Background: an optimization exercise with open tools, aiming at small area, a short achievable clock period and few clock cycles. Do not read the settings as production practice.
The RTL was checked by simulation tests, not by an equivalence proof against the original design.
Power and IR drop assume default switching activity.

==> design.v <==
module cvu_core (
    input  wire         clk,
    input  wire         rst,
    input  wire         go,
    input  wire [1:0]   go_alg,
    input  wire         go_init,
    input  wire         go_final,
    input  wire [30:0]  go_len,
    input  wire         ctx_we,
    input  wire [3:0]   ctx_sel,
    input  wire [31:0]  ctx_wdata,
    input  wire         done_clr,
    input  wire         in_valid,
    output wire         in_ready,
    input  wire [31:0]  in_data,
    output wire         busy,
    output reg          done,
    output reg          finalised,
    output reg  [3:0]   cfg_err,
    output wire [255:0] state,
    output wire [63:0]  count
);
    localparam ALG_SHA256 = 2'd3;
    reg         busy_r;
    reg         start;       
    reg  [1:0]  alg;
    reg         ini;
    reg         fin;
    reg  [28:0] wrem;        
    reg  [1:0]  tailb;       
    reg         dl;          
    reg         rdy;         
    reg  [31:0] ib;          
    reg  [1:0]  ibnb;        
    reg         ibv;
    reg  [6:0]  c;           
    reg         tailm;       
    reg         zrot;        
    reg         ivs;         
    reg  [1:0]  rk;          
    reg         p80;         
    reg         lenin;       
    reg         ph_need;     
    reg         ph_ins;      
    reg         ph_rnd;      
    reg         ph_upd;      
    reg         ph_sts;      
    reg  [31:0] st0, st1, st2, st3, st4, st5, st6, st7;
    reg  [63:0] cnt;
    reg  [31:0] va, vb, vc, vd, ve, vf, vg, vh;
    reg  [31:0] w0, w1, w2, w3, w4, w5, w6, w7;
    reg  [31:0] w8, w9, w10, w11, w12, w13, w14, w15;
    reg  [31:0] kwh;         
    reg  [31:0] kr;          
    assign busy     = busy_r;
    assign in_ready = rdy;
    assign state    = {st7, st6, st5, st4, st3, st2, st1, st0};
    assign count    = cnt;
    wire is_sha   = (alg == ALG_SHA256);
    wire sha_busy = busy_r & is_sha;
    wire crc_busy = busy_r & ~is_sha;
    wire len_z = (go_len == 31'd0);
    wire err2 = (go_len[30] & (|go_len[29:0])) | (len_z & ~go_final);
    wire err3 = (go_alg == ALG_SHA256) & ~go_final &
                ((|go_len[5:0]) | (~go_init & (|cnt[5:0])));
    wire err4 = ~go_init & finalised;
    wire [3:0] go_err = err2 ? 4'd2 : err3 ? 4'd3 : err4 ? 4'd4 : 4'd0;
    wire go_idle = go & ~busy_r;
    wire go_ok   = go_idle & ~err2 & ~err3 & ~err4;
    wire go_sha  = (go_alg == ALG_SHA256);
    wire ctx_wr  = ctx_we & ~busy_r & ~go & (ctx_sel <= 4'd9);
    wire wrem_nz = |wrem;
    wire take    = in_valid & rdy;
    wire [1:0] tnb = wrem_nz ? 2'd0 : tailb;     
    wire lastw   = ~wrem_nz | ((wrem == 29'd1) & (tailb == 2'd0));
    reg [31:0] fmt;
    always @(*) begin
        fmt = {in_data[7:0], in_data[15:8], in_data[23:16], in_data[31:24]};
        case (tnb)
            2'd1: fmt = {fmt[31:24], 24'h800000};
            2'd2: fmt = {fmt[31:16], 16'h8000};
            2'd3: fmt = {fmt[31:8], 8'h80};
            default: ;
        endcase
    end
    wire [2:0] ibn = {ibnb == 2'd0, ibnb};
    wire [3:0]  cnt_lo = {1'b0, cnt[2:0]} + {1'b0, ibn};
    wire [60:0] cnt_hi;
    cvu_inc61 u_inc (.a(cnt[63:3]), .ci(cnt_lo[3]), .s(cnt_hi));
    wire adv     = ~ph_need | ibv | ~dl;          
    wire ins     = ph_ins & adv;                  
    wire rnd     = ph_rnd & adv;
    wire upd     = ph_upd & adv;
    wire sha_cons = ph_need & ibv;                
    wire c_wrap  = (c == 7'd67);
    wire more    = fin ? ~lenin : (dl | ibv);     
    wire sts     = ph_sts & adv;
    wire sha_end = ph_sts & tailm & (c == 7'd2);  
    wire [6:0] c_nx   = c_wrap ? 7'd0 : c + 7'd1;
    wire       tailm_nx = c_wrap ? ~more : tailm;
    wire [63:0] bitlen = {cnt[60:0], 3'b000};
    reg  [31:0] padw;
    always @(*) begin
        if (!p80)
            padw = 32'h8000_0000;
        else if (c[3:0] == 4'd14)
            padw = bitlen[63:32];
        else if (c[3:0] == 4'd15 && lenin)
            padw = bitlen[31:0];
        else
            padw = 32'd0;
    end
    wire [31:0] ss0 = {w1[6:0], w1[31:7]} ^ {w1[17:0], w1[31:18]} ^ {3'd0, w1[31:3]};
    wire [31:0] ss1 = {w14[16:0], w14[31:17]} ^ {w14[18:0], w14[31:19]} ^ {10'd0, w14[31:10]};
    wire [31:0] sp  = w0 ^ w9;
    wire [31:0] sq  = ss0 ^ ss1;
    wire [31:0] sr  = sp ^ sq;
    wire [31:0] st_ = (sp & ss0) | (~sp & w0);                   
    wire [31:0] sti = {st_[30:0], 1'b0};
    wire [31:0] sc2s = sr ^ sti;
    wire [31:0] sc2c = ((sr & sti) | (~sr & ss1)) << 1;
    wire [31:0] wsch;
    cvu_add32 u_add_w (.a(sc2s), .b(sc2c), .s(wsch));
    wire [31:0] wnew = ~ph_need ? wsch : (ibv ? ib : padw);
    reg [31:0] kc;
    always @(*) begin
        case (c[5:0])
            6'd0:  kc = 32'h428a2f98; 6'd1:   kc = 32'h71374491;
            6'd2:  kc = 32'hb5c0fbcf; 6'd3:   kc = 32'he9b5dba5;
            6'd4:  kc = 32'h3956c25b; 6'd5:   kc = 32'h59f111f1;
            6'd6:  kc = 32'h923f82a4; 6'd7:   kc = 32'hab1c5ed5;
            6'd8:  kc = 32'hd807aa98; 6'd9:   kc = 32'h12835b01;
            6'd10: kc = 32'h243185be; 6'd11:  kc = 32'h550c7dc3;
            6'd12: kc = 32'h72be5d74; 6'd13:  kc = 32'h80deb1fe;
            6'd14: kc = 32'h9bdc06a7; 6'd15:  kc = 32'hc19bf174;
            6'd16: kc = 32'he49b69c1; 6'd17:  kc = 32'hefbe4786;
            6'd18: kc = 32'h0fc19dc6; 6'd19:  kc = 32'h240ca1cc;
            6'd20: kc = 32'h2de92c6f; 6'd21:  kc = 32'h4a7484aa;
            6'd22: kc = 32'h5cb0a9dc; 6'd23:  kc = 32'h76f988da;
            6'd24: kc = 32'h983e5152; 6'd25:  kc = 32'ha831c66d;
            6'd26: kc = 32'hb00327c8; 6'd27:  kc = 32'hbf597fc7;
            6'd28: kc = 32'hc6e00bf3; 6'd29:  kc = 32'hd5a79147;
            6'd30: kc = 32'h06ca6351; 6'd31:  kc = 32'h14292967;
            6'd32: kc = 32'h27b70a85; 6'd33:  kc = 32'h2e1b2138;
            6'd34: kc = 32'h4d2c6dfc; 6'd35:  kc = 32'h53380d13;
            6'd36: kc = 32'h650a7354; 6'd37:  kc = 32'h766a0abb;
            6'd38: kc = 32'h81c2c92e; 6'd39:  kc = 32'h92722c85;
            6'd40: kc = 32'ha2bfe8a1; 6'd41:  kc = 32'ha81a664b;
            6'd42: kc = 32'hc24b8b70; 6'd43:  kc = 32'hc76c51a3;
            6'd44: kc = 32'hd192e819; 6'd45:  kc = 32'hd6990624;
            6'd46: kc = 32'hf40e3585; 6'd47:  kc = 32'h106aa070;
            6'd48: kc = 32'h19a4c116; 6'd49:  kc = 32'h1e376c08;
            6'd50: kc = 32'h2748774c; 6'd51:  kc = 32'h34b0bcb5;
            6'd52: kc = 32'h391c0cb3; 6'd53:  kc = 32'h4ed8aa4a;
            6'd54: kc = 32'h5b9cca4f; 6'd55:  kc = 32'h682e6ff3;
            6'd56: kc = 32'h748f82ee; 6'd57:  kc = 32'h78a5636f;
            6'd58: kc = 32'h84c87814; 6'd59:  kc = 32'h8cc70208;
            6'd60: kc = 32'h90befffa; 6'd61:  kc = 32'ha4506ceb;
            6'd62: kc = 32'hbef9a3f7; default: kc = 32'hc67178f2;
        endcase
    end
    wire [31:0] k1s = kr ^ w15 ^ vg;
    wire [31:0] k1c = ((kr & w15) | (kr & vg) | (w15 & vg)) << 1;
    wire [31:0] kwh_nx;
    cvu_add32 u_add_k (.a(k1s), .b(k1c), .s(kwh_nx));
    wire [31:0] bs0 = {va[1:0], va[31:2]} ^ {va[12:0], va[31:13]} ^ {va[21:0], va[31:22]};
    wire [31:0] bs1 = {ve[5:0], ve[31:6]} ^ {ve[10:0], ve[31:11]} ^ {ve[24:0], ve[31:25]};
    wire [31:0] ch  = (ve & vf) | (~ve & vg);
    wire [31:0] mj  = (va & vb) | (va & vc) | (vb & vc);
    wire [31:0] x1s = kwh ^ ch ^ mj;
    wire [31:0] x1c = ((kwh & ch) | (kwh & mj) | (ch & mj)) << 1;
    wire [31:0] xp  = x1s ^ x1c;
    wire [31:0] xq  = bs1 ^ bs0;
    wire [31:0] xr  = xp ^ xq;
    wire [31:0] xt  = (xp & bs1) | (~xp & x1s);                  
    wire [31:0] xti = {xt[30:0], 1'b0};
    wire [31:0] x3s = xr ^ xti;
    wire [31:0] x3c = ((xr & xti) | (~xr & bs0)) << 1;
    wire [31:0] yp  = kwh ^ vd;
    wire [31:0] yq  = ch ^ bs1;
    wire [31:0] yr  = yp ^ yq;
    wire [31:0] yt  = (yp & ch) | (~yp & kwh);                   
    wire [31:0] yti = {yt[30:0], 1'b0};
    wire [31:0] y2s = yr ^ yti;
    wire [31:0] y2c = ((yr & yti) | (~yr & bs1)) << 1;
    reg [31:0] iva, ive;
    always @(*) begin
        case (rk)
            2'd2:    begin iva = 32'ha54ff53a; ive = 32'h5be0cd19; end
            2'd3:    begin iva = 32'h3c6ef372; ive = 32'h1f83d9ab; end
            2'd0:    begin iva = 32'hbb67ae85; ive = 32'h9b05688c; end
            default: begin iva = 32'h6a09e667; ive = 32'h510e527f; end
        endcase
    end
    wire [31:0] hua = ivs ? iva : st3;
    wire [31:0] hue = ivs ? ive : st7;
    wire [31:0] hva = zrot ? 32'd0 : vd;
    wire [31:0] hve = zrot ? 32'd0 : vh;
    wire [31:0] sum_a, sum_e;
    cvu_add32 u_add_a (.a(ph_rnd ? x3s : hua), .b(ph_rnd ? x3c : hva), .s(sum_a));
    cvu_add32 u_add_e (.a(ph_rnd ? y2s : hue), .b(ph_rnd ? y2c : hve), .s(sum_e));
    wire [1:0]  csh = 2'd0 - ibnb;                
    wire [31:0] yc = (alg == 2'd2) ? {st0[15:0], 16'd0}
                                   : {st0[7:0], st0[15:8], st0[23:16], st0[31:24]};
    wire [31:0] xc = yc ^ ib;
    reg  [31:0] zc, rs;
    always @(*) begin
        case (csh)
            2'd0:    begin zc = xc;                rs = 32'd0;               end
            2'd1:    begin zc = {8'd0, xc[31:8]};  rs = {24'd0, st0[31:24]}; end
            2'd2:    begin zc = {16'd0, xc[31:16]}; rs = {16'd0, st0[31:16]}; end
            default: begin zc = {24'd0, xc[31:24]}; rs = {8'd0, st0[31:8]};   end
        endcase
    end
    wire [31:0] g32c, g32;
    wire [15:0] m16;
    wire [175:0] t_z;
    assign t_z[31:0] = zc;
    assign t_z[32] = t_z[15] ^ t_z[30];
    assign t_z[33] = t_z[26] ^ t_z[31];
    assign t_z[34] = t_z[24] ^ t_z[28];
    assign t_z[35] = t_z[23] ^ t_z[29];
    assign t_z[36] = t_z[13] ^ t_z[27];
    assign t_z[37] = t_z[14] ^ t_z[25];
    assign t_z[38] = t_z[2] ^ t_z[18];
    assign t_z[39] = t_z[4] ^ t_z[8];
    assign t_z[40] = t_z[1] ^ t_z[5];
    assign t_z[41] = t_z[6] ^ t_z[10];
    assign t_z[42] = t_z[3] ^ t_z[19];
    assign t_z[43] = t_z[9] ^ t_z[16];
    assign t_z[44] = t_z[7] ^ t_z[11];
    assign t_z[45] = t_z[12] ^ t_z[20];
    assign t_z[46] = t_z[17] ^ t_z[22];
    assign t_z[47] = t_z[21] ^ t_z[34];
    assign t_z[48] = t_z[0] ^ t_z[33];
    assign t_z[49] = t_z[32] ^ t_z[37];
    assign t_z[50] = t_z[21] ^ t_z[36];
    assign t_z[51] = t_z[32] ^ t_z[39];
    assign t_z[52] = t_z[26] ^ t_z[45];
    assign t_z[53] = t_z[0] ^ t_z[22];
    assign t_z[54] = t_z[12] ^ t_z[46];
    assign t_z[55] = t_z[3] ^ t_z[38];
    assign t_z[56] = t_z[40] ^ t_z[43];
    assign t_z[57] = t_z[6] ^ t_z[42];
    assign t_z[58] = t_z[30] ^ t_z[35];
    assign t_z[59] = t_z[36] ^ t_z[48];
    assign t_z[60] = t_z[2] ^ t_z[41];
    assign t_z[61] = t_z[33] ^ t_z[44];
    assign t_z[62] = t_z[17] ^ t_z[23];
    assign t_z[63] = t_z[7] ^ t_z[20];
    assign t_z[64] = t_z[14] ^ t_z[47];
    assign t_z[65] = t_z[25] ^ t_z[28];
    assign t_z[66] = t_z[4] ^ t_z[44];
    assign t_z[67] = t_z[15] ^ t_z[29];
    assign t_z[68] = t_z[40] ^ t_z[41];
    assign t_z[69] = t_z[24] ^ t_z[37];
    assign t_z[70] = t_z[18] ^ t_z[27];
    assign t_z[71] = t_z[1] ^ t_z[35];
    assign t_z[72] = t_z[17] ^ t_z[30];
    assign t_z[73] = t_z[27] ^ t_z[31];
    assign t_z[74] = t_z[5] ^ t_z[31];
    assign t_z[75] = t_z[15] ^ t_z[16];
    assign t_z[76] = t_z[11] ^ t_z[39];
    assign t_z[77] = t_z[9] ^ t_z[35];
    assign t_z[78] = t_z[22] ^ t_z[44];
    assign t_z[79] = t_z[21] ^ t_z[42];
    assign t_z[80] = t_z[7] ^ t_z[10];
    assign t_z[81] = t_z[9] ^ t_z[25];
    assign t_z[82] = t_z[5] ^ t_z[19];
    assign t_z[83] = t_z[16] ^ t_z[49];
    assign t_z[84] = t_z[4] ^ t_z[14];
    assign t_z[85] = t_z[13] ^ t_z[64];
    assign t_z[86] = t_z[38] ^ t_z[41];
    assign t_z[87] = t_z[43] ^ t_z[47];
    assign t_z[88] = t_z[10] ^ t_z[29];
    assign t_z[89] = t_z[19] ^ t_z[28];
    assign t_z[90] = t_z[2] ^ t_z[71];
    assign t_z[91] = t_z[48] ^ t_z[65];
    assign t_z[92] = t_z[20] ^ t_z[55];
    assign t_z[93] = t_z[39] ^ t_z[56];
    assign t_z[94] = t_z[14] ^ t_z[73];
    assign t_z[95] = t_z[34] ^ t_z[43];
    assign t_z[96] = t_z[46] ^ t_z[67];
    assign t_z[97] = t_z[11] ^ t_z[32];
    assign t_z[98] = t_z[24] ^ t_z[29];
    assign t_z[99] = t_z[30] ^ t_z[50];
    assign t_z[100] = t_z[0] ^ t_z[62];
    assign t_z[101] = t_z[8] ^ t_z[32];
    assign t_z[102] = t_z[17] ^ t_z[52];
    assign t_z[103] = t_z[18] ^ t_z[23];
    assign t_z[104] = t_z[0] ^ t_z[15];
    assign t_z[105] = t_z[1] ^ t_z[63];
    assign t_z[106] = t_z[13] ^ t_z[26];
    assign t_z[107] = t_z[49] ^ t_z[106];
    assign t_z[108] = t_z[38] ^ t_z[40];
    assign t_z[109] = t_z[12] ^ t_z[33];
    assign t_z[110] = t_z[28] ^ t_z[45];
    assign t_z[111] = t_z[25] ^ t_z[61];
    assign t_z[112] = t_z[42] ^ t_z[51];
    assign t_z[113] = t_z[54] ^ t_z[90];
    assign t_z[114] = t_z[28] ^ t_z[79];
    assign t_z[115] = t_z[60] ^ t_z[72];
    assign t_z[116] = t_z[92] ^ t_z[96];
    assign t_z[117] = t_z[8] ^ t_z[22];
    assign t_z[118] = t_z[38] ^ t_z[75];
    assign t_z[119] = t_z[47] ^ t_z[68];
    assign t_z[120] = t_z[1] ^ t_z[61];
    assign t_z[121] = t_z[6] ^ t_z[51];
    assign t_z[122] = t_z[22] ^ t_z[27];
    assign t_z[123] = t_z[42] ^ t_z[52];
    assign t_z[124] = t_z[60] ^ t_z[99];
    assign t_z[125] = t_z[2] ^ t_z[24];
    assign t_z[126] = t_z[50] ^ t_z[82];
    assign t_z[127] = t_z[6] ^ t_z[58];
    assign t_z[128] = t_z[21] ^ t_z[24];
    assign t_z[129] = t_z[57] ^ t_z[101];
    assign t_z[130] = t_z[7] ^ t_z[21];
    assign t_z[131] = t_z[1] ^ t_z[19];
    assign t_z[132] = t_z[15] ^ t_z[52];
    assign t_z[133] = t_z[1] ^ t_z[84];
    assign t_z[134] = t_z[3] ^ t_z[31];
    assign t_z[135] = t_z[10] ^ t_z[62];
    assign t_z[136] = t_z[12] ^ t_z[53];
    assign t_z[137] = t_z[13] ^ t_z[35];
    assign t_z[138] = t_z[54] ^ t_z[57];
    assign t_z[139] = t_z[104] ^ t_z[138];
    assign t_z[140] = t_z[86] ^ t_z[105];
    assign t_z[141] = t_z[5] ^ t_z[9];
    assign t_z[142] = t_z[54] ^ t_z[66];
    assign t_z[143] = t_z[0] ^ t_z[17];
    assign t_z[144] = t_z[13] ^ t_z[55];
    assign t_z[145] = t_z[57] ^ t_z[108];
    assign t_z[146] = t_z[11] ^ t_z[107];
    assign t_z[147] = t_z[8] ^ t_z[55];
    assign t_z[148] = t_z[36] ^ t_z[69];
    assign t_z[149] = t_z[43] ^ t_z[88];
    assign t_z[150] = t_z[18] ^ t_z[34];
    assign t_z[151] = t_z[18] ^ t_z[69];
    assign t_z[152] = t_z[45] ^ t_z[76];
    assign t_z[153] = t_z[59] ^ t_z[67];
    assign t_z[154] = t_z[0] ^ t_z[56];
    assign t_z[155] = t_z[49] ^ t_z[89];
    assign t_z[156] = t_z[27] ^ t_z[53];
    assign t_z[157] = t_z[17] ^ t_z[65];
    assign t_z[158] = t_z[16] ^ t_z[72];
    assign t_z[159] = t_z[26] ^ t_z[34];
    assign t_z[160] = t_z[16] ^ t_z[38];
    assign t_z[161] = t_z[29] ^ t_z[30];
    assign t_z[162] = t_z[4] ^ t_z[42];
    assign t_z[163] = t_z[31] ^ t_z[98];
    assign t_z[164] = t_z[33] ^ t_z[46];
    assign t_z[165] = t_z[3] ^ t_z[11];
    assign t_z[166] = t_z[51] ^ t_z[62];
    assign t_z[167] = t_z[10] ^ t_z[111];
    assign t_z[168] = t_z[31] ^ t_z[37];
    assign t_z[169] = t_z[20] ^ t_z[24];
    assign t_z[170] = t_z[16] ^ t_z[109];
    assign t_z[171] = t_z[26] ^ t_z[32];
    assign t_z[172] = t_z[24] ^ t_z[51];
    assign t_z[173] = t_z[31] ^ t_z[53];
    assign t_z[174] = t_z[68] ^ t_z[77];
    assign t_z[175] = t_z[35] ^ t_z[78];
    assign g32c[0] = t_z[91] ^ t_z[112] ^ t_z[113];
    assign g32c[1] = t_z[58] ^ t_z[59] ^ t_z[92] ^ t_z[93];
    assign g32c[2] = t_z[93] ^ t_z[94] ^ t_z[114] ^ t_z[115];
    assign g32c[3] = t_z[41] ^ t_z[66] ^ t_z[74] ^ t_z[95] ^ t_z[116];
    assign g32c[4] = t_z[61] ^ t_z[117] ^ t_z[118] ^ t_z[119];
    assign g32c[5] = t_z[27] ^ t_z[95] ^ t_z[120] ^ t_z[121];
    assign g32c[6] = t_z[23] ^ t_z[26] ^ t_z[56] ^ t_z[80] ^ t_z[112] ^ t_z[122];
    assign g32c[7] = t_z[68] ^ t_z[81] ^ t_z[97] ^ t_z[98] ^ t_z[122] ^ t_z[123];
    assign g32c[8] = t_z[23] ^ t_z[45] ^ t_z[66] ^ t_z[91] ^ t_z[124];
    assign g32c[9] = t_z[66] ^ t_z[83] ^ t_z[100] ^ t_z[125] ^ t_z[126];
    assign g32c[10] = t_z[20] ^ t_z[38] ^ t_z[82] ^ t_z[84] ^ t_z[127];
    assign g32c[11] = t_z[63] ^ t_z[74] ^ t_z[128] ^ t_z[129];
    assign g32c[12] = t_z[28] ^ t_z[43] ^ t_z[90] ^ t_z[102] ^ t_z[129] ^ t_z[130];
    assign g32c[13] = t_z[36] ^ t_z[47] ^ t_z[80] ^ t_z[81] ^ t_z[103] ^ t_z[131] ^ t_z[132];
    assign g32c[14] = t_z[45] ^ t_z[50] ^ t_z[97] ^ t_z[133] ^ t_z[134] ^ t_z[135];
    assign g32c[15] = t_z[74] ^ t_z[76] ^ t_z[85] ^ t_z[118] ^ t_z[136];
    assign g32c[16] = t_z[56] ^ t_z[69] ^ t_z[137] ^ t_z[139];
    assign g32c[17] = t_z[39] ^ t_z[100] ^ t_z[107] ^ t_z[140];
    assign g32c[18] = t_z[37] ^ t_z[47] ^ t_z[58] ^ t_z[70] ^ t_z[141] ^ t_z[142];
    assign g32c[19] = t_z[4] ^ t_z[68] ^ t_z[143] ^ t_z[144];
    assign g32c[20] = t_z[14] ^ t_z[66] ^ t_z[145];
    assign g32c[21] = t_z[8] ^ t_z[40] ^ t_z[46] ^ t_z[63] ^ t_z[91] ^ t_z[127];
    assign g32c[22] = t_z[4] ^ t_z[7] ^ t_z[25] ^ t_z[70] ^ t_z[87] ^ t_z[139];
    assign g32c[23] = t_z[45] ^ t_z[74] ^ t_z[80] ^ t_z[101] ^ t_z[144];
    assign g32c[24] = t_z[6] ^ t_z[8] ^ t_z[87] ^ t_z[113] ^ t_z[146];
    assign g32c[25] = t_z[49] ^ t_z[54] ^ t_z[59] ^ t_z[77] ^ t_z[80] ^ t_z[147];
    assign g32c[26] = t_z[11] ^ t_z[38] ^ t_z[54] ^ t_z[148] ^ t_z[149];
    assign g32c[27] = t_z[12] ^ t_z[42] ^ t_z[135] ^ t_z[146] ^ t_z[150];
    assign g32c[28] = t_z[19] ^ t_z[151] ^ t_z[152] ^ t_z[153];
    assign g32c[29] = t_z[50] ^ t_z[52] ^ t_z[154] ^ t_z[155];
    assign g32c[30] = t_z[1] ^ t_z[20] ^ t_z[59] ^ t_z[60] ^ t_z[64] ^ t_z[96];
    assign g32c[31] = t_z[44] ^ t_z[47] ^ t_z[55] ^ t_z[71] ^ t_z[83] ^ t_z[156];
    assign g32[0] = t_z[2] ^ t_z[8] ^ t_z[27] ^ t_z[34] ^ t_z[83] ^ t_z[109];
    assign g32[1] = t_z[3] ^ t_z[43] ^ t_z[153] ^ t_z[157];
    assign g32[2] = t_z[0] ^ t_z[70] ^ t_z[88] ^ t_z[133] ^ t_z[158] ^ t_z[159];
    assign g32[3] = t_z[19] ^ t_z[29] ^ t_z[73] ^ t_z[97] ^ t_z[108] ^ t_z[157];
    assign g32[4] = t_z[48] ^ t_z[57] ^ t_z[110] ^ t_z[160] ^ t_z[161];
    assign g32[5] = t_z[50] ^ t_z[105] ^ t_z[158] ^ t_z[162] ^ t_z[163];
    assign g32[6] = t_z[5] ^ t_z[39] ^ t_z[46] ^ t_z[70] ^ t_z[128] ^ t_z[132];
    assign g32[7] = t_z[6] ^ t_z[9] ^ t_z[53] ^ t_z[65] ^ t_z[103] ^ t_z[126];
    assign g32[8] = t_z[14] ^ t_z[19] ^ t_z[41] ^ t_z[63] ^ t_z[71] ^ t_z[117] ^ t_z[159];
    assign g32[9] = t_z[35] ^ t_z[43] ^ t_z[45] ^ t_z[61] ^ t_z[64];
    assign g32[10] = t_z[2] ^ t_z[85] ^ t_z[88] ^ t_z[164];
    assign g32[11] = t_z[22] ^ t_z[35] ^ t_z[70] ^ t_z[83] ^ t_z[165];
    assign g32[12] = t_z[12] ^ t_z[48] ^ t_z[89] ^ t_z[166];
    assign g32[13] = t_z[8] ^ t_z[18] ^ t_z[20] ^ t_z[36] ^ t_z[154] ^ t_z[163];
    assign g32[14] = t_z[37] ^ t_z[87] ^ t_z[115] ^ t_z[131];
    assign g32[15] = t_z[116] ^ t_z[167];
    assign g32[16] = t_z[23] ^ t_z[38] ^ t_z[76] ^ t_z[104] ^ t_z[114] ^ t_z[168];
    assign g32[17] = t_z[53] ^ t_z[67] ^ t_z[93] ^ t_z[123];
    assign g32[18] = t_z[4] ^ t_z[9] ^ t_z[40] ^ t_z[100] ^ t_z[124] ^ t_z[169];
    assign g32[19] = t_z[78] ^ t_z[119] ^ t_z[147] ^ t_z[168];
    assign g32[20] = t_z[9] ^ t_z[34] ^ t_z[39] ^ t_z[57] ^ t_z[58] ^ t_z[78] ^ t_z[94];
    assign g32[21] = t_z[5] ^ t_z[10] ^ t_z[26] ^ t_z[27] ^ t_z[63] ^ t_z[77] ^ t_z[84] ^ t_z[125];
    assign g32[22] = t_z[5] ^ t_z[14] ^ t_z[21] ^ t_z[60] ^ t_z[165] ^ t_z[170];
    assign g32[23] = t_z[3] ^ t_z[6] ^ t_z[24] ^ t_z[36] ^ t_z[75] ^ t_z[142];
    assign g32[24] = t_z[5] ^ t_z[7] ^ t_z[59] ^ t_z[160] ^ t_z[166];
    assign g32[25] = t_z[12] ^ t_z[81] ^ t_z[143] ^ t_z[145] ^ t_z[171];
    assign g32[26] = t_z[59] ^ t_z[140] ^ t_z[162];
    assign g32[27] = t_z[40] ^ t_z[45] ^ t_z[79] ^ t_z[111] ^ t_z[172];
    assign g32[28] = t_z[20] ^ t_z[53] ^ t_z[85] ^ t_z[121] ^ t_z[141];
    assign g32[29] = t_z[15] ^ t_z[69] ^ t_z[130] ^ t_z[173] ^ t_z[174];
    assign g32[30] = t_z[1] ^ t_z[23] ^ t_z[28] ^ t_z[41] ^ t_z[44] ^ t_z[94] ^ t_z[136];
    assign g32[31] = t_z[58] ^ t_z[120] ^ t_z[148];
    assign m16[0] = t_z[52] ^ t_z[76] ^ t_z[89] ^ t_z[156];
    assign m16[1] = t_z[40] ^ t_z[50] ^ t_z[77] ^ t_z[110];
    assign m16[2] = t_z[22] ^ t_z[60] ^ t_z[85] ^ t_z[161];
    assign m16[3] = t_z[49] ^ t_z[134] ^ t_z[175];
    assign m16[4] = t_z[23] ^ t_z[170] ^ t_z[172];
    assign m16[5] = t_z[13] ^ t_z[25] ^ t_z[46] ^ t_z[48] ^ t_z[82] ^ t_z[95] ^ t_z[152];
    assign m16[6] = t_z[18] ^ t_z[37] ^ t_z[50] ^ t_z[102] ^ t_z[174];
    assign m16[7] = t_z[19] ^ t_z[36] ^ t_z[64] ^ t_z[78] ^ t_z[86] ^ t_z[171];
    assign m16[8] = t_z[8] ^ t_z[37] ^ t_z[42] ^ t_z[73] ^ t_z[75] ^ t_z[110] ^ t_z[175];
    assign m16[9] = t_z[51] ^ t_z[87] ^ t_z[102] ^ t_z[137];
    assign m16[10] = t_z[46] ^ t_z[74] ^ t_z[99] ^ t_z[149] ^ t_z[151];
    assign m16[11] = t_z[11] ^ t_z[41] ^ t_z[103] ^ t_z[155] ^ t_z[164];
    assign m16[12] = t_z[7] ^ t_z[35] ^ t_z[39] ^ t_z[75] ^ t_z[150] ^ t_z[173];
    assign m16[13] = t_z[8] ^ t_z[17] ^ t_z[19] ^ t_z[24] ^ t_z[25] ^ t_z[56] ^ t_z[58];
    assign m16[14] = t_z[33] ^ t_z[72] ^ t_z[81] ^ t_z[86] ^ t_z[169];
    assign m16[15] = t_z[70] ^ t_z[79] ^ t_z[167];
    wire [15:0] q16 = m16 ^ ((csh == 2'd3) ? {st0[7:0], 8'd0} : 16'd0);
    wire [31:0] crc_nx = (alg == 2'd0) ? (g32c ^ rs) :
                         (alg == 2'd1) ? (g32 ^ rs) : {16'd0, q16};
    wire crc_end = crc_busy & ~dl;
    wire crc_ini = crc_busy & start & ini;
    wire job_end = sha_end | crc_end;
    wire dl_nx    = dl & ~(take & lastw);
    wire ibv_nx   = take | (ibv & ~crc_busy & ~ph_need);
    wire need_nx  = adv ? (~tailm_nx & ((c_nx < 7'd16))) : ph_need;
    wire rdy_nx   = ~job_end & dl_nx & (~is_sha | ~ibv_nx | need_nx);
    always @(posedge clk) begin
        if (rst) begin
            busy_r    <= 1'b0;
            start     <= 1'b0;
            rdy       <= 1'b0;
            ibv       <= 1'b0;
            ph_need   <= 1'b0;
            ph_ins    <= 1'b0;
            ph_rnd    <= 1'b0;
            ph_upd    <= 1'b0;
            ph_sts    <= 1'b0;
            done      <= 1'b0;
            finalised <= 1'b0;
            cfg_err   <= 4'd0;
        end else begin
            if (done_clr)
                done <= 1'b0;
            start <= 1'b0;
            if (go_idle) begin
                cfg_err <= go_err;
                busy_r  <= go_ok;
                start   <= go_ok;
                rdy     <= go_ok & ~len_z;
                ibv     <= 1'b0;
                ph_need <= 1'b0;
                ph_ins  <= 1'b0;
                ph_rnd  <= 1'b0;
                ph_upd  <= go_ok & go_sha;
                ph_sts  <= go_ok & go_sha;
            end else if (busy_r) begin
                rdy <= rdy_nx;
                ibv <= ibv_nx;
                if (sha_busy && adv) begin
                    ph_need <= ~tailm_nx & (c_nx < 7'd16);
                    ph_ins  <= ~tailm_nx & (c_nx < 7'd64);
                    ph_rnd  <= (c_nx >= 7'd2) & (c_nx <= 7'd65);
                    ph_upd  <= (c_nx >= 7'd66) | (c_nx <= 7'd1);
                    ph_sts  <= (c_nx >= 7'd66) | (c_nx <= 7'd2);
                end
                if (job_end) begin
                    busy_r    <= 1'b0;
                    done      <= 1'b1;
                    finalised <= fin;
                    ph_need   <= 1'b0;
                    ph_ins    <= 1'b0;
                    ph_rnd    <= 1'b0;
                    ph_upd    <= 1'b0;
                    ph_sts    <= 1'b0;
                end
            end
            if (ctx_wr)
                finalised <= 1'b0;
        end
    end
    always @(posedge clk) begin
        if (go_idle) begin
            alg   <= go_alg;
            ini   <= go_init;
            fin   <= go_final;
            wrem  <= go_len[30:2];
            tailb <= go_len[1:0];
            dl    <= ~len_z;
            c     <= 7'd66;
            tailm <= 1'b0;
            zrot  <= 1'b1;
            ivs   <= go_init;
            rk    <= 2'd2;
            p80   <= 1'b0;
            lenin <= 1'b0;
        end else begin
            if (take) begin
                ib   <= fmt;
                ibnb <= tnb;
                dl   <= ~lastw;
                if (wrem_nz) wrem  <= wrem - 29'd1;
                else         tailb <= 2'd0;
            end
            if (sha_busy && adv) begin
                c     <= c_nx;
                rk    <= c_nx[1:0];
                tailm <= tailm_nx;
                if (c == 7'd1) begin
                    zrot <= 1'b0;
                    ivs  <= 1'b0;
                end
                if (ph_need) begin
                    if (ibv) begin
                        if (ibnb != 2'd0) p80 <= 1'b1;
                    end else if (!p80) begin
                        p80 <= 1'b1;
                    end else if (c[3:0] == 4'd14) begin
                        lenin <= 1'b1;
                    end
                end
            end
        end
    end
    always @(posedge clk) begin
        if (ins) begin
            w0 <= w1;   w1 <= w2;   w2 <= w3;   w3 <= w4;
            w4 <= w5;   w5 <= w6;   w6 <= w7;   w7 <= w8;
            w8 <= w9;   w9 <= w10;  w10 <= w11; w11 <= w12;
            w12 <= w13; w13 <= w14; w14 <= w15; w15 <= wnew;
        end
        if (sha_busy && adv) begin
            kwh <= kwh_nx;
            kr  <= kc;
        end
    end
    always @(posedge clk) begin
        if (rnd | upd) begin
            va <= sum_a; vb <= va; vc <= vb; vd <= vc;
            ve <= sum_e; vf <= ve; vg <= vf; vh <= vg;
        end
    end
    always @(posedge clk) begin
        if (rst) begin
            st0 <= 32'd0; st1 <= 32'd0; st2 <= 32'd0; st3 <= 32'd0;
            st4 <= 32'd0; st5 <= 32'd0; st6 <= 32'd0; st7 <= 32'd0;
            cnt <= 64'd0;
        end else begin
            if (ctx_wr) begin
                case (ctx_sel)
                    4'd0: st0 <= ctx_wdata;
                    4'd1: st1 <= ctx_wdata;
                    4'd2: st2 <= ctx_wdata;
                    4'd3: st3 <= ctx_wdata;
                    4'd4: st4 <= ctx_wdata;
                    4'd5: st5 <= ctx_wdata;
                    4'd6: st6 <= ctx_wdata;
                    4'd7: st7 <= ctx_wdata;
                    4'd8: cnt[31:0]  <= ctx_wdata;
                    default: cnt[63:32] <= ctx_wdata;
                endcase
            end
            if (start && ini)
                cnt <= 64'd0;
            if ((crc_busy && ibv) || sha_cons)
                cnt <= {cnt_hi, cnt_lo[2:0]};
            if (sts) begin
                st0 <= va; st1 <= st0; st2 <= st1; st3 <= st2;
                st4 <= ve; st5 <= st4; st6 <= st5; st7 <= st6;
            end
            if (crc_ini) begin
                st0 <= (alg == 2'd2) ? 32'h0000_FFFF : 32'hFFFF_FFFF;
                st1 <= 32'd0; st2 <= 32'd0; st3 <= 32'd0;
                st4 <= 32'd0; st5 <= 32'd0; st6 <= 32'd0; st7 <= 32'd0;
            end
            if (crc_busy && ibv)
                st0 <= crc_nx;
        end
    end
endmodule
module cvu_add32 (
    input  wire [31:0] a,
    input  wire [31:0] b,
    output wire [31:0] s
);
    assign s = a + b;
endmodule
module cvu_inc61 (
    input  wire [60:0] a,
    input  wire        ci,
    output wire [60:0] s
);
    assign s = a + {60'd0, ci};
endmodule
==> flow/run.sh <==
#!/bin/bash
# The standard layout (standard.sh) with two changes to how it is made:
# ORFS's timing repair aims for 7 ns of setup slack on the design's clock
# (repair_timing -setup_margin 7) and works on the worst 1% of endpoints, and
# the port buffers are buf_2 cells. ORFS writes each step's log under
# orfs/logs; make's own output goes to standard_flow.log.
set -euo pipefail
bash standard.sh SETUP_SLACK_MARGIN=7 TNS_END_PERCENT=1 \
    "BUFFER_PORTS_ARGS=-buffer_cell sky130_fd_sc_hd__buf_2" finish > standard_flow.log 2>&1
==> standard.sh <==
#!/bin/bash
# synth_recipe.tcl (not shown) runs the flow's synth.tcl, then flattens the netlist and writes it again
# the make line also repeats each setting of config.mk as NAME=value (left out here)
make -C /OpenROAD-flow-scripts/flow DESIGN_CONFIG=/design/flow/config.mk WORK_HOME=/design/flow/orfs CLKGATE_MAP_FILE= SYNTH_SCRIPT=/design/flow/synth_recipe.tcl "${@:-finish}"
==> config.mk <==
export PLATFORM = sky130hd
export DESIGN_NAME = cvu_core
export DESIGN_NICKNAME = cvu_core
export VERILOG_FILES = /design/flow/design.v
export SDC_FILE = /design/flow/constraint.sdc
export NUM_CORES = 4
export LEC_CHECK = 0
export CAP_MARGIN = 20
export CORE_MARGIN = 2
export CORE_UTILIZATION = 55
export CTS_CLUSTER_DIAMETER = 60
export CTS_CLUSTER_SIZE = 20
export PLACE_DENSITY = 0.7
export SLEW_MARGIN = 20
export SYNTH_HIERARCHICAL = 1
==> constraint.sdc <==
create_clock -name core_clock -period 11.0 [get_ports {clk}]
set_input_delay 2.2000 -clock core_clock [delete_from_list [all_inputs] [get_ports {clk}]]
set_output_delay 2.2000 -clock core_clock [all_outputs]
set_load 0.01 [all_outputs]
==> metrics.md, run 1 <==
| Metric | Value |
|---|---|
| Initial DRC Count | `10800` |
| CP most frequent cell | `xnor2_2` |
| Crit path largest cell delay | `0.84 ns` |
| Antenna violations before repair | `31` |
| GR Util met1 | `59.9%` |
| Hold-fix buffers at CTS | `0` |
| P_leak | `32.3 nW` |
| Crit Path Class | `reg2reg` |
| First-pass GRT wire length | `448 mm` |
| Final period util | `43.8%` |
| Layout area overhead | `15.4%` |
| Fmax | `0.208 GHz` |
| Worst path slowest cell | `a222oi_1` |
| CTS Buffer Depth | `3` |
| Post-synth EDFFs | `903` |
| Synth Instances | `7285` |
| Fin. max-slew vios | `0` |
| H-tree level count | `3` |
| Initial Utilization | `55.3%` |
| CTS sink cnt | `1248` |
| Finished Cell Area | `86200 um^2` |
| Tmin final | `4.82 ns` |
| Layout cell share with drive strength beyond 1 | `17.5%` |
| TritonRoute pass-1 iters | `13` |
| GR met2 Demand/Resource | `64.1%` |
| Hold wc startpoint | `w7[13]$_DFFE_PP_` |
| Worst-Skew Late Latency | `0.79 ns` |
| Dpl cells | `9141` |
| Crit path buf inv count | `1` |
| Final Hold Viols | `0` |
| CTS buffer count | `113` |
| Critical Path Source Type | `flop` |
| Chip width | `373 um` |
| Worst reg2reg path endpoint | `w15[21]$_DFFE_PP_` |
| GRT Max-Usage Layer | `met2` |
| Hold path depth | `0` |
| WHS Endpoint | `w6[13]$_DFFE_PP_` |
| Critical path peak fanout | `4` |
| Hold Path Class | `reg2reg` |
| Reg2reg setup slack | `6.18 ns` |
| Final worst slack | `6.18 ns` |
| DR WL/cell | `34.4 um` |
| DRT Wirelength | `330 mm` |
| Worst Path Arrival | `5.28 ns` |
| Unique cell type count in the Yosys netlist | `112` |
| CP required | `11.46 ns` |
| Synthesis Warnings | `7` |
| Multi-input gate area | `40400 um^2` |
| Cells along the critical path | `xor2_1 -> xnor2_2 -> xnor2_2 -> buf_4 -> nand2_1 -> a21o_1 -> ha_1 -> o21a_1 -> o211ai_1 -> o21bai_4 -> a22oi_4 -> a21o_1 -> a31oi_2 -> xnor2_2 -> a222oi_1 -> nand2_1` |
| Via count | `65700` |
| Chip height | `373 um` |
| Number of fill cells | `10700` |
| Max-Cap Viols | `0` |
| Largest net degree at the start of global routing | `204` |
| Hold Worst Slack | `0.395 ns` |
| CTS tree | `yes` |
| Total gr overflow | `0` |
| Drt drc | `0` |
| Core area | `135000 um^2` |
| FF/Latch Area | `34000 um^2` |
| Non-filler cells, final | `9587` |
| CP delay by family, top | `compound AO/OA/AOI/OAI gates` |
| Root Driver | `clkbuf_16` |
| Number of global-route vias before repair | `59400` |
| Worst slack, placed | `5.23 ns` |
| Primary FF master, synth | `edfxtp_1` |
| Avg Inst Size Synth | `10.3 um^2` |
| Top Ports | `437` |
| ANT nets after route | `0` |
| Flops & latches, synth | `1248` |
| Finish-stage setup viols | `0` |
| Launch point of the worst path | `w1[8]$_DFFE_PP_` |
| Peak supply drop | `0.178 mV` |
| Largest reg by FF count | `cnt` |
| Final #Nets | `8002` |
| Tightest Pin Transition | `1.21 ns` |
| Placed instance area | `78400 um^2` |
| Setup crit end kind | `flop` |
| Overall routing resource usage | `46.0%` |
| Port buffer count | `435` |
| Synth Cell Area | `74700 um^2` |
| DIE AREA | `139000 um^2` |
| Met3 Use GR | `15.8%` |
| Max_slew headroom | `18.4%` |
| Unrepaired setup endpoints after global routing | `true` |
| FP Rows | `135` |
| Vias/cell | `6.85` |
| Depth of the worst register-to-register path | `16` |
| Clk_skew | `0.0567 ns` |
| Pwr dens | `180 nW/um^2` |
| Max reg flops | `64` |
| Placer Congestion | `1.10` |
| Sum Neg Setup Slack | `0 ns` |
| Seq/Total Area, Yosys | `45.5%` |
| Clock transition at path regs | `0.08 ns` |
| R2r startpoint | `w1[8]$_DFFE_PP_` |
| Status | `complete, no violations` |
| Post-detail-place hpwl | `239 mm` |
| Ys async rst share | `0%` |
## worst reg2reg max path, stage by stage, from the launching register on
cell and delay, ns:
edfxtp_1 0.55, xor2_1 0.39, xnor2_2 0.22, xnor2_2 0.16
buf_4 0.17, nand2_1 0.05, a21o_1 0.20, ha_1 0.33
o21a_1 0.21, o211ai_1 0.11, o21bai_4 0.21, a22oi_4 0.29
a21o_1 0.21, a31oi_2 0.13, xnor2_2 0.19, a222oi_1 0.84
nand2_1 0.21
## layout by cell type (no fill, tap or decap), types with 28 or more instances in the layout
cell and count:
clkbuf_16 115, fa_1 65, a22oi_1 217, inv_1 134, o211ai_1 29, nor3_1 102
nand4_1 72, nand2b_1 65, edfxtp_1 903, a222oi_1 30, nand3_1 159, a211oi_1 76
o21ai_0 393, ha_1 123, buf_4 294, a22o_1 58, diode_2 28, nand2_1 783
nor2_1 419, xnor2_1 786, a31oi_1 52, maj3_1 106, xnor3_1 43, buf_2 434
a21o_1 140, dfxtp_1 339, nor2b_1 47, mux2i_1 109, xor2_1 334, xnor2_2 72
a21oi_1 467
## cells in the mapped netlist, drive strengths merged (58+ instances only)
| cell type | instances | area [um^2] |
|---|---|---|
| nor3 | 107 | 546 |
| a21oi | 493 | 2470 |
| nand3 | 163 | 816 |
| a211oi | 81 | 621 |
| nand4 | 73 | 472 |
| a21o | 141 | 1060 |
| nand2b | 68 | 433 |
| a22oi | 224 | 1750 |
| nand2 | 792 | 2980 |
| ha | 148 | 1850 |
| inv | 140 | 526 |
| o21ai | 435 | 2200 |
| xor2 | 365 | 3290 |
| buf | 105 | 499 |
| fa | 67 | 1340 |
| dfxtp | 345 | 6910 |
| a22o | 58 | 508 |
| xnor2 | 866 | 7640 |
| clkbuf | 375 | 1410 |
| mux2i | 144 | 1460 |
| maj3 | 106 | 1060 |
| edfxtp | 903 | 27100 |
| nor2 | 437 | 1640 |
## per-module statistics from Yosys, one instance, submodules excluded
module	copies in the design	cells inside	cell area, um^2	flops+latches
cvu_inc61	1	187	1280	0
cvu_core	1	6134	66500	1248
cvu_add32	4	241	1740	0
## worst max-delay path by stage
| stage | end | slack, ns | cells after the start |
|---|---|---|---|
| after CTS | va[31]$_DFFE_PP_ | 6.53 | 15 |
| after detailed placement | cnt[57]$_SDFFE_PP0P_ | 5.23 | 18 |
| after global routing | w15[21]$_DFFE_PP_ | 6.14 | 16 |
| after global placement | cnt[49]$_SDFFE_PP0P_ | 5.34 | 18 |
| final | w15[21]$_DFFE_PP_ | 6.18 | 16 |
| after floorplan | ib[0]$_DFFE_PP_ | 6.28 | 4 |
## what timing repair did
item | CTS | global route
resized for setup | 218 | 140
setup endpoints to repair | 550 | 613
endpoints found under the hold margin | 0 | 0
buffers inserted | 151 | 47
pin swaps | 55 | 56
cloned | 4 | 0
## cell families (layout without fill, tap and decap cells)
kind of cell,count (synthesis),count (layout),synth area share [%]
flip-flops,1248,1248,45.5
buffers and inverters,622,1111,3.27
multiplexers,165,165,2.43
AND/OR/NAND/NOR,1833,1835,11.0
XOR/XNOR,1280,1280,16.1
other,1,31,0.00502
AO/OA/AOI/OAI,1815,1815,16.0
adder cells (fa/ha/maj),321,321,5.69
## stage by stage
stage	power, mW	util (%)
4_1_cts	15.2	62.8
6_report	15.6	63.8
5_1_grt	15.9	63.8
3_5_place_dp	10.8	58.0
2_1_floorplan	9.07	-
3_3_place_gp	10.8	58.0
## where the power goes
part           leakage (nW)  switching (mW)  internal (mW)
Clock                  1.94            2.18           2.10
Sequential             11.1           0.391           5.31
Combinational          19.3            3.31           2.26
## per-layer routing
| metal | wire (um) | vias up | part of all wire, % |
|---|---|---|---|
| li1 | - | 27000 | - |
| met1 | 119000 | 31700 | 36 |
| met2 | 134000 | 5555 | 41 |
| met3 | 48700 | 1338 | 15 |
| met4 | 27900 | 26 | 8.5 |
| met5 | 583 | - | 0.18 |
## area by class of cell
type                            count  share of cell area [%]
Inverter                          142                   0.643
Sequential cell                  1248                    39.5
Clock inverter                     79                    1.20
Multi-Input combinational cell   5419                    46.9
Clock buffer                      136                    3.47
Antenna cell                       28                  0.0813
Timing Repair Buffer              754                    5.64
Tap cell                         1781                    2.58
Testbench counts, summed over its fixed seeds: cycles 37,894.
==> run 2: changes to the inputs <==
==> run.sh (new file) <==
#!/bin/bash
# synth_recipe.tcl (not shown) runs the flow's synth.tcl, then flattens the netlist and writes it again
# the make line also repeats each setting of config.mk as NAME=value (left out here)
make -C /OpenROAD-flow-scripts/flow DESIGN_CONFIG=/design/flow/config.mk WORK_HOME=/design/flow/orfs CLKGATE_MAP_FILE= SYNTH_SCRIPT=/design/flow/synth_recipe.tcl finish
--- a/config.mk
+++ b/config.mk
@@ -11,5 +11,6 @@
 export CTS_CLUSTER_DIAMETER = 60
 export CTS_CLUSTER_SIZE = 20
 export PLACE_DENSITY = 0.7
+export SETUP_SLACK_MARGIN = 5
 export SLEW_MARGIN = 20
 export SYNTH_HIERARCHICAL = 1
removed: flow/run.sh
removed: standard.sh
==> run 2 against run 1 <==
Effect of this change: maximum frequency down 15%; worst setup slack worse by 0.86 ns; register-to-register slack worse by 0.86 ns; wire length down 6.0%; clock-buffer cell count down 12; synthesized cell count unchanged; die area unchanged; area after synthesis unchanged; clock power down 3%; non-clock buffer count down 170; total power down 2.1%.
==> metrics.md, run 2 <==
| Metric | Value |
|---|---|
| Seq/Total Area, Yosys | `45.5%` |
| Setup crit end kind | `flop` |
| DRT Wirelength | `310 mm` |
| Switching Power | `5.70 mW` |
| DR WL/cell | `33.1 um` |
| TritonRoute pass-1 iters | `16` |
| Final worst slack | `5.32 ns` |
| Synth area leader | `edfxtp_1` |
| CTS buffer count | `108` |
| Critical Path Source Type | `flop` |
| CTS sink cnt | `1248` |
| Commonest cells post-synth | `903 x edfxtp_1, 859 x xnor2_1, 791 x nand2_1` |
| Clk_skew | `0.0640 ns` |
| First-pass GRT wire length | `429 mm` |
| Max-Cap Viols | `0` |
| Synth Cell Area | `74700 um^2` |
| Synthesis Warnings | `7` |
| GR Util met1 | `59.0%` |
| H-tree level count | `3` |
| Chip height | `373 um` |
| P_leak | `30.1 nW` |
| Vias/cell | `6.69` |
| Most common cell after layout, fill and taps aside | `edfxtp_1` |
| Critical path peak fanout | `52` |
| Via count | `62800` |
| Unique cell type count in the Yosys netlist | `112` |
| Cell internal pwr | `9.52 mW` |
| Commonest cells after routing, fill and taps aside | `903 x edfxtp_1, 859 x xnor2_1, 787 x nand2_1` |
| Top Ports | `437` |
| Layout cell share with drive strength beyond 1 | `6.63%` |
| Port buffer count | `435` |
| Avg Inst Size Synth | `10.3 um^2` |
| CTS Buffer Depth | `3` |
| Unrepaired setup endpoints after global routing | `false` |
| Worst slack, placed | `5.18 ns` |
| Number of fill cells | `11000` |
| Fmax | `0.176 GHz` |
| Post-CTS Setup Bufs | `0` |
| Antenna violations before repair | `18` |
| Worst Path Arrival | `6.29 ns` |
| Placer Congestion | `1.07` |
| Hold Path Class | `reg2reg` |
| Pwr dens | `180 nW/um^2` |
| CTS tree | `yes` |
| Largest reg by FF count | `cnt` |
| Comb power frac | `35.3%` |
| Primary FF master, synth | `edfxtp_1` |
| Overall routing resource usage | `43.6%` |
| Hold-fix buffers at CTS | `0` |
| Number of global-route vias before repair | `57700` |
| Max reg flops | `64` |
| DIE AREA | `139000 um^2` |
| Crit Path Class | `reg2reg` |
| Multi-input gate area | `38400 um^2` |
| Initial Utilization | `55.3%` |
| Most instantiated library cell after synthesis | `edfxtp_1` |
| Met3 Use GR | `11.7%` |
| Root Driver | `clkbuf_16` |
| GR met2 Demand/Resource | `61.3%` |
| Tightest Pin Transition | `1.27 ns` |
| Tot Pwr | `15.2 mW` |
| Status | `complete, no violations` |
| Core area | `135000 um^2` |
| Total gr overflow | `0` |
| GRT Max-Usage Layer | `met2` |
| Layout area overhead | `13.3%` |
| Finish-stage setup viols | `0` |
| Max_slew headroom | `15.3%` |
| FF/Latch Area | `34000 um^2` |
| Sw frac | `37.5%` |
| Clock network power share | `27.2%` |
| Peak supply drop | `0.157 mV` |
| Worst-Skew Late Latency | `0.78 ns` |
| Sequential share of power | `37.5%` |
| Synth Instances | `7285` |
| Final #Nets | `7825` |
| Clock transition at path regs | `0.08 ns` |
| Drt drc | `0` |
| Final period util | `51.7%` |
| Post-CTS Resized | `0` |
| Post-synth EDFFs | `903` |
| Chip width | `373 um` |
| Fin. max-slew vios | `0` |
| Synth area leaders | `edfxtp_1 36%, xnor2_1 10%, dfxtp_1 9.2%` |
| Final Hold Viols | `0` |
| Top-area cell type share of the netlist area | `36.3%` |
| Post-detail-place hpwl | `232 mm` |
| Largest net degree at the start of global routing | `194` |
| Initial DRC Count | `10400` |
| ANT nets after route | `0` |
| Flops & latches, synth | `1248` |
| Sum Neg Setup Slack | `0 ns` |
| Ys async rst share | `0%` |
| FP Rows | `135` |
| CP required | `11.61 ns` |
| Tmin final | `5.68 ns` |
==> run 2: cell counts after synthesis <==
No cell type changed its count.
==> run 2: path summary, 6_finish.rpt <==
| kind | startpoint | endpoint | slack [ns] | cells after the start |
|---|---|---|---|---|
| worst max-delay path | ibnb[0]$_DFFE_PP_ | st0[12]$_SDFFE_PP0P_ | 5.32 | 13 |
| worst min-delay path | w2[28]$_DFFE_PP_ | w1[28]$_DFFE_PP_ | 0.40 | 0 |
| worst max register to register | ibnb[0]$_DFFE_PP_ | st0[12]$_SDFFE_PP0P_ | 5.32 | 13 |
| worst min register to register | w2[28]$_DFFE_PP_ | w1[28]$_DFFE_PP_ | 0.40 | 0 |
==> run 2: layout make-up <==
class / count / share of cell area (%)
clock buffers: 124 / 3.30
clock inverters: 76 / 1.27
repair buffers: 584 / 6.52
diodes: 10 / 0.0296
flip-flops and latches: 1248 / 40.2
multi-input cells: 5417 / 45.4
well taps: 1781 / 2.63
inverters: 142 / 0.630
==> run 2: metal layers <==
metal  share of wire (%)  vias up
met2                  41     4548
met5               0.067        -
met3                  13      946
li1                    -    26700
met4                 8.1       12
met1                  38    30600
==> run 2: logic make-up after synthesis <==
family | count (synthesis) | share of synthesized area, %
other | 1 | 0.00502
AND/OR/NAND/NOR | 1833 | 11.0
buffers and inverters | 622 | 3.27
AO/OA/AOI/OAI | 1815 | 16.0
multiplexers | 165 | 2.43
flip-flops | 1248 | 45.5
XOR/XNOR | 1280 | 16.1
adder cells (fa/ha/maj) | 321 | 5.69
==> run 2: power by group through the flow <==
stage	Sequential (mW)	Combinational, mW	Clock [mW]
3_3_place_gp	5.78	5.15	0
6_report	5.72	5.38	4.14
3_5_place_dp	5.79	5.15	0
5_1_grt	5.71	5.56	4.32
4_1_cts	5.68	5.19	4.16
2_1_floorplan	5.62	3.46	0
==> run 2: worst max-delay path: stages, from the launching register on <==
cell and delay, ns:
edfxtp_1 0.34, buf_4 0.56, inv_2 0.51, nand2_2 0.15, buf_4 0.38, inv_1 0.28, a211o_1 0.46, mux2i_4 0.73
xor2_4 0.58, xnor2_1 0.25, xnor2_1 0.35, xnor2_1 0.12, a221oi_1 0.64, a21oi_1 0.13
==> run 2: Yosys stat by module (local to each module, per instance) <==
module / cell area [um^2] / flip-flops and latches / times used
cvu_inc61: 1280 / 0 / 1
cvu_add32: 1740 / 0 / 4
cvu_core: 66500 / 1248 / 1
==> run 2: through the flow <==
stage / utilization [%] / area, um^2 / hold slack, ns / cells
floorplan: - / 74700 / 0.400 / 7287
global placement: 59.7 / 80700 / 0.400 / 9172
detailed placement: 59.7 / 80700 / 0.405 / 9172
CTS: 62.6 / 84600 / 0.392 / 9372
global route: 62.6 / 84600 / 0.396 / 9376
finish: 62.6 / 84600 / 0.404 / 9382
==> run 3: changes to the inputs <==
==> flow/run.sh (new file) <==
#!/bin/bash
# The standard layout (standard.sh) with two changes to how it is made:
# ORFS's timing repair aims for 9 ns of setup slack on the design's clock
# (repair_timing -setup_margin 9) and works on the worst endpoint at a time, and
# the port buffers are buf_2 cells. ORFS writes each step's log under
# orfs/logs; make's own output goes to standard_flow.log.
set -euo pipefail
bash standard.sh SETUP_SLACK_MARGIN=9 TNS_END_PERCENT=0 \
    "BUFFER_PORTS_ARGS=-buffer_cell sky130_fd_sc_hd__buf_2" finish > standard_flow.log 2>&1
==> standard.sh (new file) <==
#!/bin/bash
# synth_recipe.tcl (not shown) runs the flow's synth.tcl, then flattens the netlist and writes it again
# the make line also repeats each setting of config.mk as NAME=value (left out here)
make -C /OpenROAD-flow-scripts/flow DESIGN_CONFIG=/design/flow/config.mk WORK_HOME=/design/flow/orfs CLKGATE_MAP_FILE= SYNTH_SCRIPT=/design/flow/synth_recipe.tcl "${@:-finish}"
--- a/config.mk
+++ b/config.mk
@@ -11,6 +11,5 @@
 export CTS_CLUSTER_DIAMETER = 60
 export CTS_CLUSTER_SIZE = 20
 export PLACE_DENSITY = 0.7
-export SETUP_SLACK_MARGIN = 5
 export SLEW_MARGIN = 20
 export SYNTH_HIERARCHICAL = 1
removed: run.sh
==> run 3 against run 2 <==
Effect of this change: sequential cell count did not move; clock-buffer cell count rose by 9; combinational power barely moved; total power rose by 0.21%; hold slack got worse by 0.014 ns; clock skew fell by 0.0056 ns; global-route usage rose by 1.1 points; area after synthesis did not move; cell area rose by 0.40%; clock power rose by 2%.
==> metrics.md, run 3 <==
| Metric | Value |
|---|---|
| DRT Wirelength | `319 mm` |
| Most common cell after layout, fill and taps aside | `edfxtp_1` |
| Largest family of logic cells by synthesized area | `XOR/XNOR gates` |
| Sequential share of power | `37.3%` |
| Primary FF master, synth | `edfxtp_1` |
| Compound-gate portion of the synthesized area | `16.0%` |
| Switching Power | `5.57 mW` |
| Post-detail-place hpwl | `235 mm` |
| Final period util | `41.9%` |
| Crit Path Class | `reg2reg` |
| CTS buffer count | `110` |
| Most instantiated library cell after synthesis | `edfxtp_1` |
| Clock transition at path regs | `0.08 ns` |
| Fmax | `0.217 GHz` |
| Clock network power share | `27.6%` |
| Worst Path Arrival | `5.05 ns` |
| Overall routing resource usage | `44.7%` |
| Ys async rst share | `0%` |
| Vias/cell | `6.73` |
| CP required | `11.45 ns` |
| GR Util met1 | `59.1%` |
| Sum Neg Setup Slack | `0 ns` |
| Initial Utilization | `55.3%` |
| Comb power frac | `35.1%` |
| Non-filler cells, final | `9514` |
| Tmin final | `4.60 ns` |
| Port buffer count | `435` |
| TritonRoute pass-1 iters | `12` |
| Peak supply drop | `0.132 mV` |
| Clk_skew | `0.0584 ns` |
| Worst slack, placed | `5.42 ns` |
| Final worst slack | `6.40 ns` |
| Dpl cells | `9149` |
| Sw frac | `36.5%` |
| Top-area cell type share of the netlist area | `36.3%` |
| Post-Synth Simple-Gate Area | `11.0%` |
| FP Rows | `135` |
| Setup crit end kind | `flop` |
| Worst path slowest cell | `a222oi_1` |
| Critical Path Source Type | `flop` |
| Layout area overhead | `13.7%` |
| H-tree level count | `3` |
| Antenna violations before repair | `24` |
| Synth Area in XOR/XNOR | `16.1%` |
| Post-Synth Adder-Cell Area | `5.69%` |
| Chip width | `373 um` |
| DIE AREA | `139000 um^2` |
| CTS tree | `yes` |
| P_leak | `31.8 nW` |
| Met3 Use GR | `13.4%` |
| Final Core Density | `62.9%` |
| Top Ports | `437` |
| Final Hold Viols | `0` |
| Flops & latches, synth | `1248` |
| CTS sink cnt | `1248` |
| Max reg flops | `64` |
| Max-Cap Viols | `0` |
| Number of global-route vias before repair | `58300` |
| Critical path peak fanout | `5` |
| Crit path buf inv count | `0` |
| Commonest cells post-synth | `903 x edfxtp_1, 859 x xnor2_1, 791 x nand2_1` |
| GRT Max-Usage Layer | `met2` |
| Fin. max-slew vios | `0` |
| Post-synth EDFFs | `903` |
| Via count | `64000` |
| Chip height | `373 um` |
| Total gr overflow | `0` |
| Cells along the critical path | `xor2_1 -> xnor2_2 -> xnor2_1 -> xnor2_1 -> ha_1 -> and3_4 -> and2_1 -> nand4_1 -> a21oi_2 -> nand3_2 -> a311oi_2 -> xor2_1 -> a222oi_1 -> nand2_1` |
| Synth area leader | `edfxtp_1` |
| Pwr dens | `180 nW/um^2` |
| Drt drc | `0` |
| Largest reg by FF count | `cnt` |
| Layout cell share with drive strength beyond 1 | `16.1%` |
| Synthesis Warnings | `7` |
| CP delay by family, top | `compound AO/OA/AOI/OAI gates` |
| Max_slew headroom | `21.1%` |
| Commonest cells after routing, fill and taps aside | `903 x edfxtp_1, 797 x xnor2_1, 781 x nand2_1` |
| Initial DRC Count | `11000` |
| Synth Instances | `7285` |
| Final #Nets | `7961` |
| Finish-stage setup viols | `0` |
| Synth area leaders | `edfxtp_1 36%, xnor2_1 10%, dfxtp_1 9.2%` |
| Avg Inst Size Synth | `10.3 um^2` |
| ANT nets after route | `0` |
| Status | `complete, no violations` |
| Hold Path Class | `reg2reg` |
| GR met2 Demand/Resource | `63.3%` |
| First-pass GRT wire length | `438 mm` |
| Unique cell type count in the Yosys netlist | `112` |
| Synth Cell Area | `74700 um^2` |
| Seq/Total Area, Yosys | `45.5%` |
| Crit path largest cell delay | `0.84 ns` |
| Placer Congestion | `1.11` |
| CTS Buffer Depth | `3` |
| Worst-Skew Late Latency | `0.78 ns` |
| Root Driver | `clkbuf_16` |
| Unrepaired setup endpoints after global routing | `true` |
| Cell internal pwr | `9.69 mW` |
| DR WL/cell | `33.6 um` |
| Core area | `135000 um^2` |
| Largest net degree at the start of global routing | `199` |
| Tightest Pin Transition | `1.18 ns` |
| Mux contribution to synthesized area | `2.43%` |
run 3: cell count changes in the layout (fill, tap and decap cells not counted), sizes merged:
cell / previous run / this run
buf: 150 / 716
bufinv: 2 / 8
clkbuf: 124 / 133
clkdlybuf4s50: 434 / 0
clkinv: 32 / 21
clkinvlp: 5 / 10
diode: 10 / 7
inv: 179 / 172
nand2b: 68 / 69
run 3: timing repair:
| item | in CTS | in global routing |
|---|---|---|
| pin swaps | 44 | 19 |
| gates resized for setup | 215 | 27 |
| buffers inserted | 143 | 11 |
| cloned | 2 | 0 |
| hold buffers | 0 | 0 |
| setup endpoints to repair | 1790 | 1792 |
run 3: final timing paths:
check                    startpoint  slack, ns                 to  cells past startpoint
setup / recovery  w14[28]$_DFFE_PP_       6.40  w15[18]$_DFFE_PP_                     14
hold / removal     w7[31]$_DFFE_PP_       0.39   w6[31]$_DFFE_PP_                      0
hold reg to reg    w7[31]$_DFFE_PP_       0.39   w6[31]$_DFFE_PP_                      0
setup reg to reg  w14[28]$_DFFE_PP_       6.40  w15[18]$_DFFE_PP_                     14
run 3: logic make-up after synthesis:
logic type	Yosys count
compound gates	1815
xor+xnor	1280
fa+ha+maj	321
buf+inv	622
flops	1248
mux	165
other cells	1
simple gates	1833
run 3: metrics by stage:
stage | hold slack [ns] | instance area [um^2] | total power [mW]
2_1_floorplan | 0.400 | 74800 | 9.07
3_3_place_gp | 0.400 | 78400 | 10.7
3_5_place_dp | 0.405 | 78400 | 10.7
4_1_cts | 0.395 | 84700 | 15.1
5_1_grt | 0.405 | 84900 | 15.6
6_report | 0.390 | 85000 | 15.3
run 3: routing by layer:
metal,share of wire [%],wire length (um)
met2,41,130000
met1,37,118000
met5,0.078,249
met4,8.3,26600
met3,14,44000
run 3: power groups by stage:
| stage | combinational, mW | sequential, mW | clock, mW |
|---|---|---|---|
| after floorplan | 3.46 | 5.61 | 0 |
| after global placement | 4.89 | 5.81 | 0 |
| after detailed placement | 4.89 | 5.81 | 0 |
| after CTS | 5.19 | 5.66 | 4.23 |
| after global routing | 5.57 | 5.68 | 4.39 |
| final | 5.36 | 5.69 | 4.21 |
run 3: worst reg2reg max path: stages (launching register included):
cell,delay (ns)
edfxtp_1,0.55
xor2_1,0.26
xnor2_2,0.40
xnor2_1,0.14
xnor2_1,0.33
ha_1,0.30
and3_4,0.21
and2_1,0.14
nand4_1,0.14
a21oi_2,0.24
nand3_2,0.11
a311oi_2,0.24
xor2_1,0.11
a222oi_1,0.84
nand2_1,0.26
run 3: area by class of cell:
cell class,instances,area (um^2)
diodes,7,17.5
clock buffers,133,2900
inverters,142,548
repair inverters,1,5.00
clock inverters,68,958
flip-flops and latches,1248,34000
multi-input cells,5418,39800
fillers,10900,50200
repair buffers,716,4490
well taps,1781,2230
run 3: modules after synthesis, one instance, submodules excluded:
module,flip-flops and latches,times used,area (um^2)
cvu_add32,0,4,1740
cvu_inc61,0,1,1280
cvu_core,1248,1,66500

==> static timing again, ports no longer ideal <==
How much do the figures lean on ideal ports? The routed layouts below were timed once more, with nothing changed but the port constraints.
Step 1: set_driving_cell puts a clkbuf_16 on clk and a buf_2 on each other input, an assumption about the parent block.
Step 2, shift: input delay + t, output delay - t, t = (earliest + latest rising clock arrival at the registers) / 2. This alone moves slack from input paths to output paths.
a / b / c = ideal / step 1 / step 2; a / b = the first two.
run	shift t [ns]	setup slack, ns	hold slack, ns	worst setup path after step 2	worst data-port slew with drivers (ns)
run 1	0.859	6.182 / 6.182 / 5.650	0.395 / 0.395 / 0.395	input to register	0.22
run 2	0.849	5.317 / 5.317 / 4.960	0.404 / 0.404 / 0.404	input to register	0.19
run 3	0.847	6.395 / 6.395 / 5.707	0.390 / 0.390 / 0.390	input to register	0.22
After both steps setup and hold are still met in every run listed. For run 3, which loses most, drivers alone change the setup slack by 0.000 ns; drivers and shift together by -0.688 ns.
